From an optimization exercise on the open Yosys and OpenROAD flow, aimed at small area, a short achievable clock period and few clock cycles per item; shortcuts taken in it are not production practice.
Only simulation tests tie the RTL to the original design; equivalence was not proved.

==> build 4: inputs <==
==> flow/design.v <==
module card_step (
    input  wire         clk,
    input  wire         rst,           
    input  wire         start,
    output wire         ready,
    output reg          done,
    input  wire [23:0]  active,
    input  wire [383:0] iavg,          
    input  wire [3:0]   shift,
    input  wire [7:0]   lim,
    input  wire [23:0]  clr,           
    output wire [215:0] trim,          
    output reg  [23:0]  at_lim
);
    localparam integer K  = 12;                  
    localparam integer G  = 24 / K;              
    reg st_idle, st_p1, st_d1a, st_d1b, st_p2, st_d2, st_p3;
    reg [4:0] g;                       
    reg signed [8:0]  tr [0:23];
    reg signed [15:0] ir [0:K-1];      
    reg [K-1:0]       ar;              
    reg [3:0]         sh_r;
    reg [7:0]         lim_r;
    reg signed [20:0] acc;             
    reg signed [13:0] tacc;            
    reg [3:0]         t0lo;            
    reg [9:0]         vacc;            
    reg [9:0]         q0m9;            
    reg [4:0]         n_r;
    reg [4:0]         drema, dremb;    
    reg [7:0]         qhi;             
    reg [5:0]         qhit;            
    reg               u_x1, u_x2, u_t1, u_t2, u_v;
    reg signed [15:0] m_r;
    reg signed [9:0]  mean_r;
    assign ready = st_idle;
    genvar gc;
    generate
        for (gc = 0; gc < 24; gc = gc + 1) begin : g_out
            assign trim[9*gc +: 9] = tr[gc];
        end
    endgenerate
    wire in_pass = st_p1 | st_p2 | st_p3;
    wire last_g  = (g == G - 1);
    wire [4:0] sel = ((st_p1 | st_p2) && !last_g) ? g + 5'd1 :
                     st_d2 ? 5'd1 :
                     (st_p3 && (g + 5'd2 < G)) ? g + 5'd2 : 5'd0;
    reg signed [15:0] imux [0:K-1];
    reg [K-1:0]       amux;
    integer jm, xm;
    always @(*) begin
        for (jm = 0; jm < K; jm = jm + 1) begin
            imux[jm] = 16'sd0;
            amux[jm] = 1'b0;
            for (xm = 0; xm < G; xm = xm + 1)
                if (sel == xm) begin
                    imux[jm] = $signed(iavg[16*(jm*G + xm) +: 16]);
                    amux[jm] = active[jm*G + xm];
                end
        end
    end
    reg signed [4:0]  dl   [0:K-1];    
    reg signed [8:0]  nv   [0:K-1];    
    reg [K-1:0]       lflag;           
    reg signed [4:0]  dreg [0:K-1];    
    wire [11:0]       limn = ~{4'd0, lim_r};              
    wire [11:0]       limm = {4'd0, lim_r} - 12'd1;       
    reg [K-1:0]       areg;            
    integer jj, kl;
    reg [18:0]        e;
    reg signed [16:0] u;
    reg [19:0]        uu;
    reg [10:0]        y3;
    reg [6:0]         y2;
    reg [4:0]         y1;
    reg [3:0]         w;
    reg [10:0]        ya, yb, xa, xb, y, x;
    reg               cy, cx, ch, cl;
    integer           kb;
    always @(*) begin
        for (jj = 0; jj < K; jj = jj + 1) begin
            u  = m_r - ir[jj];
            uu = {{3{u[16]}}, u};
            y3 = sh_r[3] ? uu[18:8] : uu[10:0];
            y2 = sh_r[2] ? y3[10:4] : y3[6:0];
            y1 = sh_r[1] ? y2[6:2]  : y2[4:0];
            w  = sh_r[0] ? y1[4:1]  : y1[3:0];
            e[18] = 1'b1;
            e[17] = 1'b1;
            e[16] = 1'b1;
            for (kl = 15; kl >= 0; kl = kl - 1)
                e[kl] = e[kl+1] & (u[kl] == u[16]);
            if (e[sh_r + 5'd3])
                dl[jj] = {w[3], w};
            else
                dl[jj] = u[16] ? -5'sd8 : 5'sd8;
            ya = {{2{tr[jj*G][8]}}, tr[jj*G]};
            yb = {{6{dreg[jj][4]}}, dreg[jj]};
            cy = 1'b0;
            for (kb = 0; kb < 11; kb = kb + 1) begin
                y[kb] = ya[kb] ^ yb[kb] ^ cy;
                cy    = (ya[kb] & yb[kb]) | (cy & (ya[kb] ^ yb[kb]));
            end
            xb = ~{mean_r[9], mean_r};
            cx = 1'b1;
            for (kb = 0; kb < 11; kb = kb + 1) begin
                x[kb] = y[kb] ^ xb[kb] ^ cx;
                cx    = (y[kb] & xb[kb]) | (cx & (y[kb] ^ xb[kb]));
            end
            ch = 1'b1;
            cl = 1'b0;
            for (kb = 0; kb < 11; kb = kb + 1) begin
                ch = (x[kb] & limn[kb]) | (ch & (x[kb] | limn[kb]));
                cl = (x[kb] & limm[kb]) | (cl & (x[kb] | limm[kb]));
            end
            if (!(x[10] ^ limn[11] ^ ch)) begin
                nv[jj]    = {1'b0, lim_r};
                lflag[jj] = 1'b1;
            end else if (x[10] ^ limm[11] ^ cl) begin
                nv[jj]    = -$signed({1'b0, lim_r});
                lflag[jj] = 1'b1;
            end else begin
                nv[jj]    = x[8:0];
                lflag[jj] = 1'b0;
            end
        end
    end
    reg signed [20:0] isum;
    reg signed [12:0] tsum;
    reg signed [8:0]  dsum;
    reg [4:0]         lcnt;
    integer jl;
    always @(*) begin
        isum = 21'sd0;
        tsum = 13'sd0;
        dsum = 9'sd0;
        lcnt = 5'd0;
        for (jl = 0; jl < K; jl = jl + 1) begin
            lcnt = lcnt + {4'd0, ar[jl]};
            isum = isum + (ar[jl] ? ir[jl] : 16'sd0);
            tsum = tsum + (ar[jl] ? tr[jl*G] : 9'sd0);
            dsum = dsum + (ar[jl] ? dl[jl] : 5'sd0);
        end
    end
    wire first = (g == 5'd0);
    wire signed [20:0] s_next = (first ? 21'sd0 : acc) + isum;
    wire [4:0]  n_next = (first ? 5'd0 : n_r) + lcnt;
    wire [4:0]  h_next = {1'b0, n_next[4:1]};
    wire [4:0]  o_next = s_next[20] ? n_next - 5'd1 - h_next : h_next;
    function automatic [6:0] rstep(input [4:0] rem, input [1:0] b, input [4:0] n1,
                                   input [5:0] n2, input [6:0] n3);
        reg [6:0] wv;
        reg [7:0] s1, s2, s3;
        begin
            wv = {rem, b};
            s1 = {1'b0, wv} - {3'b000, n1};
            s2 = {1'b0, wv} - {2'b00, n2};
            s3 = {1'b0, wv} - {1'b0, n3};
            if (!s3[7])
                rstep = {2'd3, s3[4:0]};
            else if (!s2[7])
                rstep = {2'd2, s2[4:0]};
            else if (!s1[7])
                rstep = {2'd1, s1[4:0]};
            else
                rstep = {2'd0, wv[4:0]};
        end
    endfunction
    wire [4:0] n_h  = {1'b0, n_r[4:1]};
    wire [5:0] n_2  = {n_r, 1'b0};
    wire [6:0] n_3  = {1'b0, n_2} + {2'b00, n_r};
    wire [4:0] rem0x = acc[20:16] + (acc[20] ? n_r : 5'd0);
    wire [4:0] rem0t = {tacc[13], tacc[13:10]} + (tacc[13] ? n_r : 5'd0);
    wire [9:0] v    = vacc;
    wire       ecor = tacc[13] & ~n_r[0];
    reg [4:0] rr [0:4];
    reg [1:0] qd [1:4];
    reg [7:0] bits;
    reg [6:0] sv;
    integer ks;
    always @(*) begin
        rr[0] = ({5{u_x1}} & rem0x) | ({5{u_x2}} & drema) | ({5{u_t1}} & rem0t) |
                ({5{u_t2}} & dremb) | ({5{u_v}} & {2'b00, v[8:6]});
        bits  = ({8{u_x1}} & acc[15:8]) | ({8{u_x2}} & acc[7:0]) |
                ({8{u_t1}} & {tacc[9:4], 2'b00}) | ({8{u_t2}} & {t0lo, 4'd0}) |
                ({8{u_v}} & {v[5:0], 2'b00});
        for (ks = 1; ks <= 4; ks = ks + 1) begin
            sv     = rstep(rr[ks-1], bits[9-2*ks -: 2], n_r, n_2, n_3);
            qd[ks] = sv[6:5];
            rr[ks] = sv[4:0];
        end
    end
    wire [9:0] q0     = {qhit, qd[1], qd[2]};
    wire       mdec   = ecor & (rr[3] == 5'd0);
    wire [9:0] mean_n = q0m9 + {4'd0, qd[1], qd[2], qd[3]} + {9'd0, ~mdec};
    always @(posedge clk) begin
        for (jl = 0; jl < K; jl = jl + 1) begin
            ir[jl] <= imux[jl];
            ar[jl] <= amux[jl];
        end
        if (st_idle) begin
            sh_r  <= shift;
            lim_r <= lim;
        end
        if (st_p1) begin
            acc  <= last_g ? s_next + $signed({16'd0, o_next}) : s_next;
            n_r  <= n_next;
        end
        if (st_p1)
            tacc <= (first ? 14'sd0 : tacc) + tsum;
        if (st_p2) begin
            tacc <= tacc + dsum;
            vacc <= (first ? {2'b00, n_r, 3'b000} + {5'd0, n_h} : vacc)
                    + {{1{dsum[8]}}, dsum} + (u_t2 ? {5'd0, rr[2]} : 10'd0);
        end
        if (u_t1)
            t0lo <= tacc[3:0];
        for (jl = 0; jl < K; jl = jl + 1) begin
            dreg[jl] <= dl[jl];
            areg[jl] <= ar[jl];
        end
        if (u_x1) begin
            drema <= rr[4];
            qhi   <= {qd[1], qd[2], qd[3], qd[4]};
        end
        if (u_t1) begin
            dremb <= rr[3];
            qhit  <= {qd[1], qd[2], qd[3]};
        end
        if (u_t2)
            q0m9 <= q0 - 10'd9;
        if (u_x2)
            m_r <= {qhi, qd[1], qd[2], qd[3], qd[4]};
        if (u_v)
            mean_r <= mean_n;
        u_x1 <= ~rst & st_p1 & last_g;
        u_x2 <= ~rst & u_x1;
        u_t1 <= ~rst & st_d1b;
        u_t2 <= ~rst & u_t1;
        u_v  <= ~rst & st_p2 & last_g;
        if (rst) begin
            st_idle <= 1'b1;
            st_p1   <= 1'b0;
            st_d1a  <= 1'b0;
            st_d1b  <= 1'b0;
            st_p2   <= 1'b0;
            st_d2   <= 1'b0;
            st_p3   <= 1'b0;
            done    <= 1'b0;
            g       <= 5'd0;
        end else begin
            done <= 1'b0;
            g    <= (in_pass && !last_g) ? g + 5'd1 : 5'd0;
            if (st_idle) begin
                if (start) begin
                    st_idle <= 1'b0;
                    st_p1   <= 1'b1;
                end
            end
            if (st_p1 && last_g) begin
                st_p1  <= 1'b0;
                st_d1a <= 1'b1;
            end
            if (st_d1a) begin
                st_d1a <= 1'b0;
                if (n_r < 5'd2) begin
                    done    <= 1'b1;
                    st_idle <= 1'b1;
                end else
                    st_d1b <= 1'b1;
            end
            if (st_d1b) begin
                st_d1b <= 1'b0;
                st_p2  <= 1'b1;
            end
            if (st_p2 && last_g) begin
                st_p2 <= 1'b0;
                st_d2 <= 1'b1;
            end
            if (st_d2) begin
                st_d2 <= 1'b0;
                st_p3 <= 1'b1;
            end
            if (st_p3 && last_g) begin
                st_p3   <= 1'b0;
                st_idle <= 1'b1;
                done    <= 1'b1;
            end
        end
    end
    wire [23:0] kill    = {24{rst}} | ({24{st_idle & ~start}} & clr);
    wire        al_kill = rst | (st_d1a & (n_r < 5'd2));
    integer kt;
    always @(posedge clk) begin
        for (kt = 0; kt < 24; kt = kt + 1)
            if (kill[kt])
                tr[kt] <= 9'sd0;
            else if (in_pass) begin
                if (kt % G != G - 1)
                    tr[kt] <= tr[kt + 1];
                else
                    tr[kt] <= (st_p3 && areg[kt / G]) ? nv[kt / G] : tr[kt - (G - 1)];
            end
        if (al_kill)
            at_lim <= 24'd0;
        else if (st_p3)
            for (kt = 0; kt < 24; kt = kt + 1)
                if (kt % G != G - 1)
                    at_lim[kt] <= at_lim[kt + 1];
                else
                    at_lim[kt] <= areg[kt / G] & lflag[kt / G];
    end
endmodule
==> flow/flow/run.sh <==
#!/bin/bash
# Layout: the standard flow (standard.sh: unchanged synthesis, floorplan,
# power grid, placement, CTS and routing, at the design's clock and SDC) with
# two changes to how the layout is made:
#  - every input and output port is buffered with sky130_fd_sc_hd__buf_1
#    instead of the default port buffer cell;
#  - ORFS's repair_timing steps aim for 30.6 ns of setup slack (a 9.4 ns
#    critical path) instead of 0 ns, so they size up and buffer the few paths
#    longer than that. The clock network is left as CTS builds it.
# make's full output goes to standard_flow.log; each ORFS step keeps its own
# log under orfs/logs/.
set -euo pipefail
bash standard.sh "BUFFER_PORTS_ARGS=-buffer_cell sky130_fd_sc_hd__buf_1" \
    SETUP_SLACK_MARGIN=30.6 finish > standard_flow.log 2>&1
==> flow/standard.sh <==
#!/bin/bash
# synth_recipe.tcl (not shown) runs the flow's synth.tcl, then flattens the netlist and writes it again
# the make line also repeats each setting of config.mk as NAME=value (left out here)
make -C /OpenROAD-flow-scripts/flow DESIGN_CONFIG=/design/flow/config.mk WORK_HOME=/design/flow/orfs CLKGATE_MAP_FILE= SYNTH_SCRIPT=/design/flow/synth_recipe.tcl "${@:-finish}"
==> flow/config.mk <==
export PLATFORM = sky130hd
export DESIGN_NAME = card_step
export DESIGN_NICKNAME = card_step
export VERILOG_FILES = /design/flow/design.v
export SDC_FILE = /design/flow/constraint.sdc
export NUM_CORES = 4
export LEC_CHECK = 0
export ABC_AREA = 1
export CAP_MARGIN = 20
export CORE_MARGIN = 2
export CORE_UTILIZATION = 65
export SLEW_MARGIN = 20
==> flow/constraint.sdc <==
create_clock -name core_clock -period 40.0 [get_ports {clk}]
set_input_delay 8.0000 -clock core_clock [delete_from_list [all_inputs] [get_ports {clk}]]
set_output_delay 8.0000 -clock core_clock [all_outputs]
set_load 0.01 [all_outputs]
==> build 37: changes against build 4 <==
--- a/flow/design.v
+++ b/flow/design.v
@@ -14,3 +14,3 @@
 );
-    localparam integer K  = 12;                  
+    localparam integer K  = 8;                   
     localparam integer G  = 24 / K;              
@@ -250,2 +250,5 @@
             g       <= 5'd0;
+            at_lim  <= 24'd0;
+            for (ks = 0; ks < 24; ks = ks + 1)
+                tr[ks] <= 9'sd0;
         end else begin
@@ -257,3 +260,6 @@
                     st_p1   <= 1'b1;
-                end
+                end else
+                    for (ks = 0; ks < 24; ks = ks + 1)
+                        if (clr[ks])
+                            tr[ks] <= 9'sd0;
             end
@@ -266,2 +272,3 @@
                 if (n_r < 5'd2) begin
+                    at_lim  <= 24'd0;
                     done    <= 1'b1;
@@ -283,6 +290,20 @@
             end
-            if (st_p3 && last_g) begin
-                st_p3   <= 1'b0;
-                st_idle <= 1'b1;
-                done    <= 1'b1;
+            if (in_pass) begin
+                for (ks = 0; ks < 24; ks = ks + 1)
+                    if (ks % G != G - 1)
+                        tr[ks] <= tr[ks + 1];
+                for (jl = 0; jl < K; jl = jl + 1)
+                    tr[jl*G + G - 1] <= (st_p3 && areg[jl]) ? nv[jl] : tr[jl*G];
+            end
+            if (st_p3) begin
+                for (jl = 0; jl < K; jl = jl + 1) begin
+                    for (ks = 0; ks < G - 1; ks = ks + 1)
+                        at_lim[jl*G + ks] <= at_lim[jl*G + ks + 1];
+                    at_lim[jl*G + G - 1] <= areg[jl] & lflag[jl];
+                end
+                if (last_g) begin
+                    st_p3   <= 1'b0;
+                    st_idle <= 1'b1;
+                    done    <= 1'b1;
+                end
             end
@@ -290,24 +311,2 @@
     end
-    wire [23:0] kill    = {24{rst}} | ({24{st_idle & ~start}} & clr);
-    wire        al_kill = rst | (st_d1a & (n_r < 5'd2));
-    integer kt;
-    always @(posedge clk) begin
-        for (kt = 0; kt < 24; kt = kt + 1)
-            if (kill[kt])
-                tr[kt] <= 9'sd0;
-            else if (in_pass) begin
-                if (kt % G != G - 1)
-                    tr[kt] <= tr[kt + 1];
-                else
-                    tr[kt] <= (st_p3 && areg[kt / G]) ? nv[kt / G] : tr[kt - (G - 1)];
-            end
-        if (al_kill)
-            at_lim <= 24'd0;
-        else if (st_p3)
-            for (kt = 0; kt < 24; kt = kt + 1)
-                if (kt % G != G - 1)
-                    at_lim[kt] <= at_lim[kt + 1];
-                else
-                    at_lim[kt] <= areg[kt / G] & lflag[kt / G];
-    end
 endmodule
--- a/flow/flow/run.sh
+++ b/flow/flow/run.sh
@@ -6,3 +6,3 @@
 #    instead of the default port buffer cell;
-#  - ORFS's repair_timing steps aim for 30.6 ns of setup slack (a 9.4 ns
+#  - ORFS's repair_timing steps aim for 30.4 ns of setup slack (a 9.6 ns
 #    critical path) instead of 0 ns, so they size up and buffer the few paths
@@ -13,2 +13,2 @@
 bash standard.sh "BUFFER_PORTS_ARGS=-buffer_cell sky130_fd_sc_hd__buf_1" \
-    SETUP_SLACK_MARGIN=30.6 finish > standard_flow.log 2>&1
+    SETUP_SLACK_MARGIN=30.4 finish > standard_flow.log 2>&1
- CORE_UTILIZATION: 65 -> 55
==> trial 98: changes against build 4 <==
--- a/flow/design.v
+++ b/flow/design.v
@@ -250,2 +250,5 @@
             g       <= 5'd0;
+            at_lim  <= 24'd0;
+            for (ks = 0; ks < 24; ks = ks + 1)
+                tr[ks] <= 9'sd0;
         end else begin
@@ -257,3 +260,6 @@
                     st_p1   <= 1'b1;
-                end
+                end else
+                    for (ks = 0; ks < 24; ks = ks + 1)
+                        if (clr[ks])
+                            tr[ks] <= 9'sd0;
             end
@@ -266,2 +272,3 @@
                 if (n_r < 5'd2) begin
+                    at_lim  <= 24'd0;
                     done    <= 1'b1;
@@ -283,6 +290,20 @@
             end
-            if (st_p3 && last_g) begin
-                st_p3   <= 1'b0;
-                st_idle <= 1'b1;
-                done    <= 1'b1;
+            if (in_pass) begin
+                for (ks = 0; ks < 24; ks = ks + 1)
+                    if (ks % G != G - 1)
+                        tr[ks] <= tr[ks + 1];
+                for (jl = 0; jl < K; jl = jl + 1)
+                    tr[jl*G + G - 1] <= (st_p3 && areg[jl]) ? nv[jl] : tr[jl*G];
+            end
+            if (st_p3) begin
+                for (jl = 0; jl < K; jl = jl + 1) begin
+                    for (ks = 0; ks < G - 1; ks = ks + 1)
+                        at_lim[jl*G + ks] <= at_lim[jl*G + ks + 1];
+                    at_lim[jl*G + G - 1] <= areg[jl] & lflag[jl];
+                end
+                if (last_g) begin
+                    st_p3   <= 1'b0;
+                    st_idle <= 1'b1;
+                    done    <= 1'b1;
+                end
             end
@@ -290,24 +311,2 @@
     end
-    wire [23:0] kill    = {24{rst}} | ({24{st_idle & ~start}} & clr);
-    wire        al_kill = rst | (st_d1a & (n_r < 5'd2));
-    integer kt;
-    always @(posedge clk) begin
-        for (kt = 0; kt < 24; kt = kt + 1)
-            if (kill[kt])
-                tr[kt] <= 9'sd0;
-            else if (in_pass) begin
-                if (kt % G != G - 1)
-                    tr[kt] <= tr[kt + 1];
-                else
-                    tr[kt] <= (st_p3 && areg[kt / G]) ? nv[kt / G] : tr[kt - (G - 1)];
-            end
-        if (al_kill)
-            at_lim <= 24'd0;
-        else if (st_p3)
-            for (kt = 0; kt < 24; kt = kt + 1)
-                if (kt % G != G - 1)
-                    at_lim[kt] <= at_lim[kt + 1];
-                else
-                    at_lim[kt] <= areg[kt / G] & lflag[kt / G];
-    end
 endmodule
--- a/flow/flow/run.sh
+++ b/flow/flow/run.sh
@@ -6,3 +6,3 @@
 #    instead of the default port buffer cell;
-#  - ORFS's repair_timing steps aim for 30.6 ns of setup slack (a 9.4 ns
+#  - ORFS's repair_timing steps aim for 30.4 ns of setup slack (a 9.6 ns
 #    critical path) instead of 0 ns, so they size up and buffer the few paths
@@ -13,2 +13,2 @@
 bash standard.sh "BUFFER_PORTS_ARGS=-buffer_cell sky130_fd_sc_hd__buf_1" \
-    SETUP_SLACK_MARGIN=30.6 finish > standard_flow.log 2>&1
+    SETUP_SLACK_MARGIN=30.4 finish > standard_flow.log 2>&1
- CORE_UTILIZATION: 65 -> 55
==> results.txt <==
quantity	build 37	build 4	trial 98
Outcome	complete, no violations	complete, no violations	complete, no violations
Skew-Pair Late Insertion Delay	0.69 ns	0.70 ns	0.71 ns
Sequential area share after synthesis	23.9%	21.4%	21.4%
Post-Syn Area	0.0527 sq mm	0.0676 sq mm	0.0676 sq mm
Cell type with the highest aggregate area in the netlist	sky130_fd_sc_hd__dfxtp_1	sky130_fd_sc_hd__fa_1	sky130_fd_sc_hd__fa_1
Placed cell count	8839	11000	11200
Worst reg2reg path endpoint	mean_r[8]	tacc[13]	tacc[13]
Launching element of the worst setup path	tr[0][0]	m_r[0]	rst
Post-synthesis to final-layout area growth	12.5%	11.5%	12.0%
Finished Layout Cells	9017	11200	11400
Worst-Margin Slew	1.17 ns	1.31 ns	1.32 ns
Final critical-path share of the clock period	23.8%	23.8%	24.1%
Post-Route Skew	0.0384 ns	0.0419 ns	0.0494 ns
Testbench counts of build 4, summed over its fixed seeds: cycles 23,958, items 2,400.
Testbench counts of build 37, summed over its fixed seeds: cycles 31,144, items 2,400.
Testbench counts of trial 98, summed over its fixed seeds: cycles 23,958, items 2,400.

[static timing again, ports no longer ideal]
How much do the figures lean on ideal ports? The routed layouts below were timed once more, with nothing changed but the port constraints. Step 1 assumes that a clkbuf_16 drives the clock port and a buf_2 every other input. Step 2 moves the port delays by t, midway between the first and last clock arrival at a register: inputs arrive t later, outputs are due t later. That takes back most of the time a late clock gives input paths. Slacks: ideal / step 1 / step 2; pairs: ideal / step 1.
run	t (ns)	slack for setup (ns)	hold slack, ns	worst slew at a driven data input, ns
build 4	0.768	30.485 / 30.479 / 29.920	0.427 / 0.427 / 0.427	0.11
build 37	0.755	30.463 / 30.382 / 29.848	0.440 / 0.440 / 0.440	0.09
trial 98	0.773	30.378 / 30.367 / 29.666	0.425 / 0.425 / 0.425	0.10
After both steps every run listed still meets setup and hold. The setup slack of trial 98, which loses most, moves by -0.011 ns with the drivers and by -0.712 ns with both steps.
